What follows belongs to an exercise in optimizing a design on an open flow for small area and a short achievable clock period; a production flow would make more cautious choices.
The RTL was checked by simulation tests, not by an equivalence proof against the original design.
Power is estimated from default activity; no workload was simulated.

==> inputs of 03-12 <==
==> flow/design.v <==
module lane_contrib (
    input  wire          clk,
    input  wire          rst,
    input  wire          in_valid,
    input  wire          m_kind4,
    input  wire [3:0]    m_count,
    input  wire [4:0]    m_exp,
    input  wire [1:0]    w_fmt,       
    input  wire [7:0]    w_scale,
    input  wire [7:0]    w_offset,
    input  wire [63:0]   w_code,
    input  wire [127:0]  esc_entry,
    input  wire [7:0]    esc_ok,
    output reg           out_valid,
    output reg  [255:0]  out_contrib,
    output reg  [7:0]    out_sat,
    output reg  [7:0]    out_nonfin,
    output reg  [7:0]    out_escovr
);
    reg          v0, v1, v2;
    reg          kind4_0;
    reg  [3:0]   count_0;
    reg  [4:0]   mexp_0;
    reg  [1:0]   fmt_0;
    reg  [7:0]   scale_0, offset_0;
    reg  [63:0]  code_0;
    reg  [127:0] entry_0;
    reg  [7:0]   ok_0;
    always @(posedge clk) begin
        if (rst) begin
            v0 <= 1'b0; v1 <= 1'b0; v2 <= 1'b0; out_valid <= 1'b0;
        end else begin
            v0 <= in_valid; v1 <= v0; v2 <= v1; out_valid <= v2;
        end
        kind4_0  <= m_kind4;
        count_0  <= m_count;
        mexp_0   <= m_exp;
        fmt_0    <= w_fmt;
        scale_0  <= w_scale;
        offset_0 <= w_offset;
        code_0   <= w_code;
        entry_0  <= esc_entry;
        ok_0     <= esc_ok;
    end
    wire [4:0] mq = kind4_0 ? {count_0[3], count_0} : {1'b0, count_0};
    wire [4:0] me = kind4_0 ? mexp_0 : 5'd0;
    wire block    = fmt_0[1];
    wire constant = block && (scale_0 == 8'd0);
    wire esc_bs4  = block && !fmt_0[0];    
    wire signed [9:0] rb = -10'sd90 - $signed({5'd0, me});
    wire signed [8:0] es = (block && !constant) ? 9'sd248 - $signed({1'b0, scale_0}) : 9'sd121;
    reg o0_1, t0_1, o1_1, t1_1, o2_1;
    always @(posedge clk) begin
        o0_1 <= mq[0];
        t0_1 <= mq[1] & ~mq[0];
        o1_1 <= mq[2] ^ mq[1];
        t1_1 <= (mq[3] & ~mq[2] & ~mq[1]) | (~mq[3] & mq[2] & mq[1]);
        o2_1 <= mq[4] ^ mq[3];
    end
    genvar i;
    generate
        for (i = 0; i < 8; i = i + 1) begin : g_lane
            wire [7:0]  code  = code_0[8*i +: 8];
            wire [15:0] entry = entry_0[16*i +: 16];
            wire        ok    = ok_0[i];
            wire esc = esc_bs4 && !constant && (code[3:0] == 4'b1000);
            wire [7:0] b_exp = entry[14:7];
            wire [6:0] b_man = entry[6:0];
            wire b_ff  = (b_exp == 8'hFF);
            wire b_nan = b_ff && (b_man != 7'd0);
            wire [8:0] q = fmt_0[0] ? {code[7], code} : {{5{code[3]}}, code[3:0]};
            wire [8:0] a = constant ? {offset_0[7], offset_0} :
                           esc      ? ((ok && !b_nan) ? {2'b01, b_man} : 9'd0) : q;
            wire [8:0] e = esc ? {1'b0, ~b_exp} : es;
            wire signed [9:0] r = rb + {e[8], e};
            wire flip = esc & entry[15];
            reg  [8:0] a_1;
            reg  [5:0] r_1;
            reg        big_1, zero_1, n0_1, n1_1, n2_1, nf_1, eo_1;
            always @(posedge clk) begin
                a_1    <= a;
                r_1    <= r[5:0];
                big_1  <= r[9];                           
                zero_1 <= !r[9] && (r > 10'sd43);         
                n0_1   <= mq[1] ^ flip;
                n1_1   <= mq[3] ^ flip;
                n2_1   <= mq[4] ^ flip;
                nf_1   <= esc && ok && b_ff;
                eo_1   <= esc && !ok;
            end
            wire [9:0] a10 = {a_1[8], a_1};
            wire [9:0] m0 = (o0_1 ? a10 : 10'd0) | (t0_1 ? {a_1, 1'b0} : 10'd0);
            wire [9:0] m1 = (o1_1 ? a10 : 10'd0) | (t1_1 ? {a_1, 1'b0} : 10'd0);
            wire [9:0] m2 = (o2_1 ? a10 : 10'd0);
            wire [9:0] u0 = m0 ^ {10{n0_1}};
            wire [9:0] u1 = m1 ^ {10{n1_1}};
            wire [9:0] u2 = m2 ^ {10{n2_1}};
            wire sg0 = u0[9], sg1 = u1[9];
            wire [13:0] ra  = {sg0 | sg1, sg0 ^ sg1, sg0, sg0, u0};
            wire [13:0] rbw = {2'b00, u1, 1'b0, n0_1};
            wire [13:0] rcw = {u2, 1'b0, n1_1, 2'b00};
            wire [13:0] rd  = {9'd0, n2_1, 4'd0};
            wire [13:0] x1 = ra ^ rbw ^ rcw;
            wire [13:0] y1 = ((ra & rbw) | (ra & rcw) | (rbw & rcw)) << 1;
            wire [13:0] x2 = x1 ^ y1 ^ rd;
            wire [13:0] y2 = ((x1 & y1) | (x1 & rd) | (y1 & rd)) << 1;
            wire [13:0] sum = x2 + y2;
            reg [12:0] p_2;
            reg [5:0]  r_2;
            reg        big_2, zero_2, nf_2, eo_2;
            always @(posedge clk) begin
                p_2    <= sum[12:0];
                r_2    <= r_1;
                big_2  <= big_1;
                zero_2 <= zero_1;
                nf_2   <= nf_1;
                eo_2   <= eo_1;
            end
            wire [12:0] pz = zero_2 ? 13'd0 : p_2;
            wire sgn = pz[12];
            wire [11:0] u = pz[11:0] ^ {12{sgn}};
            reg  [11:0] t;       
            reg  [11:0] z;       
            integer k;
            always @(*) begin
                t[11] = u[11];
                for (k = 10; k >= 0; k = k - 1) t[k] = t[k+1] | u[k];
                z[0] = !pz[0];
                for (k = 1; k < 12; k = k + 1) z[k] = z[k-1] & !pz[k];
            end
            wire nz   = sgn | t[0];
            wire [15:0] tv = {4'd0, t};
            wire lovf = (r_2[5:4] == 2'b00) && tv[r_2[3:0]];
            wire sat  = big_2 ? nz : lovf;
            wire signed [43:0] wide = {pz, 31'd0};
            wire [43:0] y = wide >>> r_2;
            wire rgt = r_2[5] && !r_2[4];
            wire [3:0]  gi = r_2[3:0];
            wire [15:0] gv = {4'd0, pz[11:0]};
            wire [15:0] sv = {3'd0, ~z[11:0], 1'b0};    
            wire g  = gv[gi];
            wire st = sv[gi];
            wire inc = rgt && g && (st || y[0]);
            wire [14:0] yr = {1'b0, y[13:0]} + {14'd0, inc};
            wire [31:0] res = {y[31:14] & {18{!yr[14]}}, yr[13:0]};
            always @(posedge clk) begin
                out_contrib[32*i +: 32] <= sat ? {sgn, {31{!sgn}}} : res;
                out_sat[i]    <= sat;
                out_nonfin[i] <= nf_2;
                out_escovr[i] <= eo_2;
            end
        end
    endgenerate
endmodule
==> flow/flow/run.sh <==
#!/bin/bash
# The standard layout (the standard.sh: ORFS synthesis through finish),
# with every input and output port buffered by sky130_fd_sc_hd__buf_1
# instead of the cell buffer_ports picks by itself.
set -euo pipefail
export BUFFER_PORTS_ARGS="-buffer_cell sky130_fd_sc_hd__buf_1"
bash standard.sh finish > standard_flow.log 2>&1
==> flow/standard.sh <==
#!/bin/bash
# synth_recipe.tcl (not shown) runs the flow's synth.tcl, then flattens the netlist and writes it again
# the make line also repeats each setting of config.mk as NAME=value (left out here)
make -C /OpenROAD-flow-scripts/flow DESIGN_CONFIG=/design/flow/config.mk WORK_HOME=/design/flow/orfs CLKGATE_MAP_FILE= SYNTH_SCRIPT=/design/flow/synth_recipe.tcl "${@:-finish}"
==> flow/config.mk <==
export PLATFORM = sky130hd
export DESIGN_NAME = lane_contrib
export DESIGN_NICKNAME = lane_contrib
export VERILOG_FILES = /design/flow/design.v
export SDC_FILE = /design/flow/constraint.sdc
export NUM_CORES = 4
export LEC_CHECK = 0
export CAP_MARGIN = 50
export CORE_MARGIN = 2
export CORE_UTILIZATION = 60
export CTS_BUF_LIST = sky130_fd_sc_hd__clkbuf_8
export SLEW_MARGIN = 75
==> flow/constraint.sdc <==
create_clock -name core_clock -period 16.0 [get_ports {clk}]
set_input_delay 3.2000 -clock core_clock [delete_from_list [all_inputs] [get_ports {clk}]]
set_output_delay 3.2000 -clock core_clock [all_outputs]
set_load 0.01 [all_outputs]
==> inputs of 10-19, as changes to 03-12 <==
--- a/flow/design.v
+++ b/flow/design.v
@@ -19,41 +19,27 @@
 );
-    reg          v0, v1, v2;
-    reg          kind4_0;
-    reg  [3:0]   count_0;
-    reg  [4:0]   mexp_0;
-    reg  [1:0]   fmt_0;
-    reg  [7:0]   scale_0, offset_0;
-    reg  [63:0]  code_0;
-    reg  [127:0] entry_0;
-    reg  [7:0]   ok_0;
+    reg v1, v2;
     always @(posedge clk) begin
         if (rst) begin
-            v0 <= 1'b0; v1 <= 1'b0; v2 <= 1'b0; out_valid <= 1'b0;
+            v1 <= 1'b0; v2 <= 1'b0; out_valid <= 1'b0;
         end else begin
-            v0 <= in_valid; v1 <= v0; v2 <= v1; out_valid <= v2;
+            v1 <= in_valid; v2 <= v1; out_valid <= v2;
         end
-        kind4_0  <= m_kind4;
-        count_0  <= m_count;
-        mexp_0   <= m_exp;
-        fmt_0    <= w_fmt;
-        scale_0  <= w_scale;
-        offset_0 <= w_offset;
-        code_0   <= w_code;
-        entry_0  <= esc_entry;
-        ok_0     <= esc_ok;
     end
-    wire [4:0] mq = kind4_0 ? {count_0[3], count_0} : {1'b0, count_0};
-    wire [4:0] me = kind4_0 ? mexp_0 : 5'd0;
-    wire block    = fmt_0[1];
-    wire constant = block && (scale_0 == 8'd0);
-    wire esc_bs4  = block && !fmt_0[0];    
+    wire [4:0] mq = m_kind4 ? {m_count[3], m_count} : {1'b0, m_count};
+    wire [4:0] me = m_kind4 ? m_exp : 5'd0;
+    wire block    = w_fmt[1];
+    wire constant = block && (w_scale == 8'd0);
+    wire esc_bs4  = block && !w_fmt[0];    
     wire signed [9:0] rb = -10'sd90 - $signed({5'd0, me});
-    wire signed [8:0] es = (block && !constant) ? 9'sd248 - $signed({1'b0, scale_0}) : 9'sd121;
-    reg o0_1, t0_1, o1_1, t1_1, o2_1;
+    wire signed [8:0] es = block ? 9'sd248 - $signed({1'b0, w_scale}) : 9'sd121;
+    wire d0_one = mq[0];
+    wire d0_two = mq[1] & ~mq[0];
+    wire d1_one = mq[2] ^ mq[1];
+    wire d1_two = (mq[3] & ~mq[2] & ~mq[1]) | (~mq[3] & mq[2] & mq[1]);
+    wire d2_one = mq[4] ^ mq[3];
+    reg signed [9:0] rb_1;
+    reg signed [8:0] es_1;
     always @(posedge clk) begin
-        o0_1 <= mq[0];
-        t0_1 <= mq[1] & ~mq[0];
-        o1_1 <= mq[2] ^ mq[1];
-        t1_1 <= (mq[3] & ~mq[2] & ~mq[1]) | (~mq[3] & mq[2] & mq[1]);
-        o2_1 <= mq[4] ^ mq[3];
+        rb_1 <= rb;
+        es_1 <= constant ? 9'sd121 : es;
     end
@@ -62,6 +48,7 @@
         for (i = 0; i < 8; i = i + 1) begin : g_lane
-            wire [7:0]  code  = code_0[8*i +: 8];
-            wire [15:0] entry = entry_0[16*i +: 16];
-            wire        ok    = ok_0[i];
-            wire esc = esc_bs4 && !constant && (code[3:0] == 4'b1000);
+            wire [7:0]  code  = w_code[8*i +: 8];
+            wire [15:0] entry = esc_entry[16*i +: 16];
+            wire        ok    = esc_ok[i];
+            wire escc = esc_bs4 && (code[3:0] == 4'b1000);
+            wire esc  = escc && !constant;
             wire [7:0] b_exp = entry[14:7];
@@ -70,22 +57,30 @@
             wire b_nan = b_ff && (b_man != 7'd0);
-            wire [8:0] q = fmt_0[0] ? {code[7], code} : {{5{code[3]}}, code[3:0]};
-            wire [8:0] a = constant ? {offset_0[7], offset_0} :
-                           esc      ? ((ok && !b_nan) ? {2'b01, b_man} : 9'd0) : q;
-            wire [8:0] e = esc ? {1'b0, ~b_exp} : es;
-            wire signed [9:0] r = rb + {e[8], e};
+            wire [8:0] q  = w_fmt[0] ? {code[7], code} : {{5{code[3]}}, code[3:0]};
+            wire [8:0] aw = escc ? ((ok && !b_nan) ? {2'b01, b_man} : 9'd0) : q;
+            wire [8:0] a  = constant ? {w_offset[7], w_offset} : aw;
             wire flip = esc & entry[15];
             reg  [8:0] a_1;
-            reg  [5:0] r_1;
-            reg        big_1, zero_1, n0_1, n1_1, n2_1, nf_1, eo_1;
+            reg  [7:0] x_1;      
+            reg        esc_1;
+            reg        o0_1, t0_1, o1_1, t1_1, o2_1;    
+            reg        n0_1, n1_1, n2_1, nf_1, eo_1;    
             always @(posedge clk) begin
-                a_1    <= a;
-                r_1    <= r[5:0];
-                big_1  <= r[9];                           
-                zero_1 <= !r[9] && (r > 10'sd43);         
-                n0_1   <= mq[1] ^ flip;
-                n1_1   <= mq[3] ^ flip;
-                n2_1   <= mq[4] ^ flip;
-                nf_1   <= esc && ok && b_ff;
-                eo_1   <= esc && !ok;
+                a_1  <= a;
+                x_1  <= b_exp;
+                esc_1 <= esc;
+                o0_1 <= d0_one;
+                t0_1 <= d0_two;
+                o1_1 <= d1_one;
+                t1_1 <= d1_two;
+                o2_1 <= d2_one;
+                n0_1 <= mq[1] ^ flip;
+                n1_1 <= mq[3] ^ flip;
+                n2_1 <= mq[4] ^ flip;
+                nf_1 <= esc && ok && b_ff;
+                eo_1 <= esc && !ok;
             end
+            wire [8:0] e = esc_1 ? {1'b0, ~x_1} : es_1;
+            wire signed [9:0] r = rb_1 + {e[8], e};
+            wire big   = r[9];                             
+            wire under = !r[9] && (r > 10'sd43);           
             wire [9:0] a10 = {a_1[8], a_1};
@@ -112,5 +107,5 @@
                 p_2    <= sum[12:0];
-                r_2    <= r_1;
-                big_2  <= big_1;
-                zero_2 <= zero_1;
+                r_2    <= r[5:0];
+                big_2  <= big;
+                zero_2 <= under;
                 nf_2   <= nf_1;
- CTS_BUF_LIST: sky130_fd_sc_hd__clkbuf_8 -> unset
- SLEW_MARGIN: 75 -> 85
==> inputs of 05-05, as changes to 03-12 <==
- CTS_BUF_LIST: sky130_fd_sc_hd__clkbuf_8 -> unset
==> notes.md <==
item	05-05	10-19	03-12
Result of the run	finished clean	aborted with a tool error	finished clean
Stage where the flow stopped	-	global routing	-
FF-to-FF path depth	19	-	19
Path type of the worst setup path	reg -> out	-	reg -> out
Synth Area in Compound Gates	22.70%	25.21%	22.70%
Fraction of power consumed by combinational cells	48.9%	-	49.6%
TritonCTS clock tree	done	-	done
Start point of the worst min-delay path	g_lane[6].big_1$_DFF_P_	-	g_lane[0].r_1[2]$_DFF_P_
Endpoint, Worst Hold	g_lane[6].big_2$_DFF_P_	-	g_lane[0].r_2[2]$_DFF_P_
Initial standard-cell utilization of the core	60.68%	60.39%	60.68%
Root buffer cell	sky130_fd_sc_hd__clkbuf_16	sky130_fd_sc_hd__clkbuf_16	sky130_fd_sc_hd__clkbuf_8
Slowest stage cell, crit path	sky130_fd_sc_hd__dfxtp_1	-	sky130_fd_sc_hd__dfxtp_1
Vias after detailed routing	46140	-	46360
Final period demand of the worst path	4.399 ns	-	4.570 ns
Worst slew pin tran	0.4002 ns	-	0.3931 ns
Detailed-routed wire length on met3	15.33 mm	-	14.70 mm
Startpoint types	register	-	register
Critical path arrival	1.20 ns	-	1.37 ns
# Taps	1134	-	1134
Combinational cell power	5.38 mW	-	5.36 mW
Proportion of netlist area held by the largest area contributor	34.52%	28.81%	34.52%
Pins Over Slew Limit	0	-	0
Kind of capture point of the worst setup path	output pin	-	output pin

afterwards: timing with drivers on the ports:
No port has a modelled driver above. Below, the same layouts with a new extraction and two added sets of constraints.
Step 1 sets driving cells, clkbuf_16 on the clock port and buf_2 on the other inputs (assumed; they add their load-dependent delay and slew).
Step 2 times the ports against the registers' clock, not the clock port: input delays grow and output delays shrink by t, the midpoint of the rising clock arrivals with the driver on.
Slacks: ideal ports / drivers / drivers and shift; pairs: ideal ports / drivers.
| run | t (ns) | setup slack, ns | worst setup path after step 2 | clock arrival spread, ns | worst register clock-pin slew, ns |
|---|---|---|---|---|---|
| 03-12 | 0.895 | 11.430 / 11.360 / 11.814 | register to register | 0.048 / 0.048 | 0.07 / 0.07 |
| 05-05 | 0.738 | 11.602 / 11.527 / 11.834 | register to register | 0.038 / 0.037 | 0.07 / 0.07 |
After both steps every run listed still meets setup and hold.
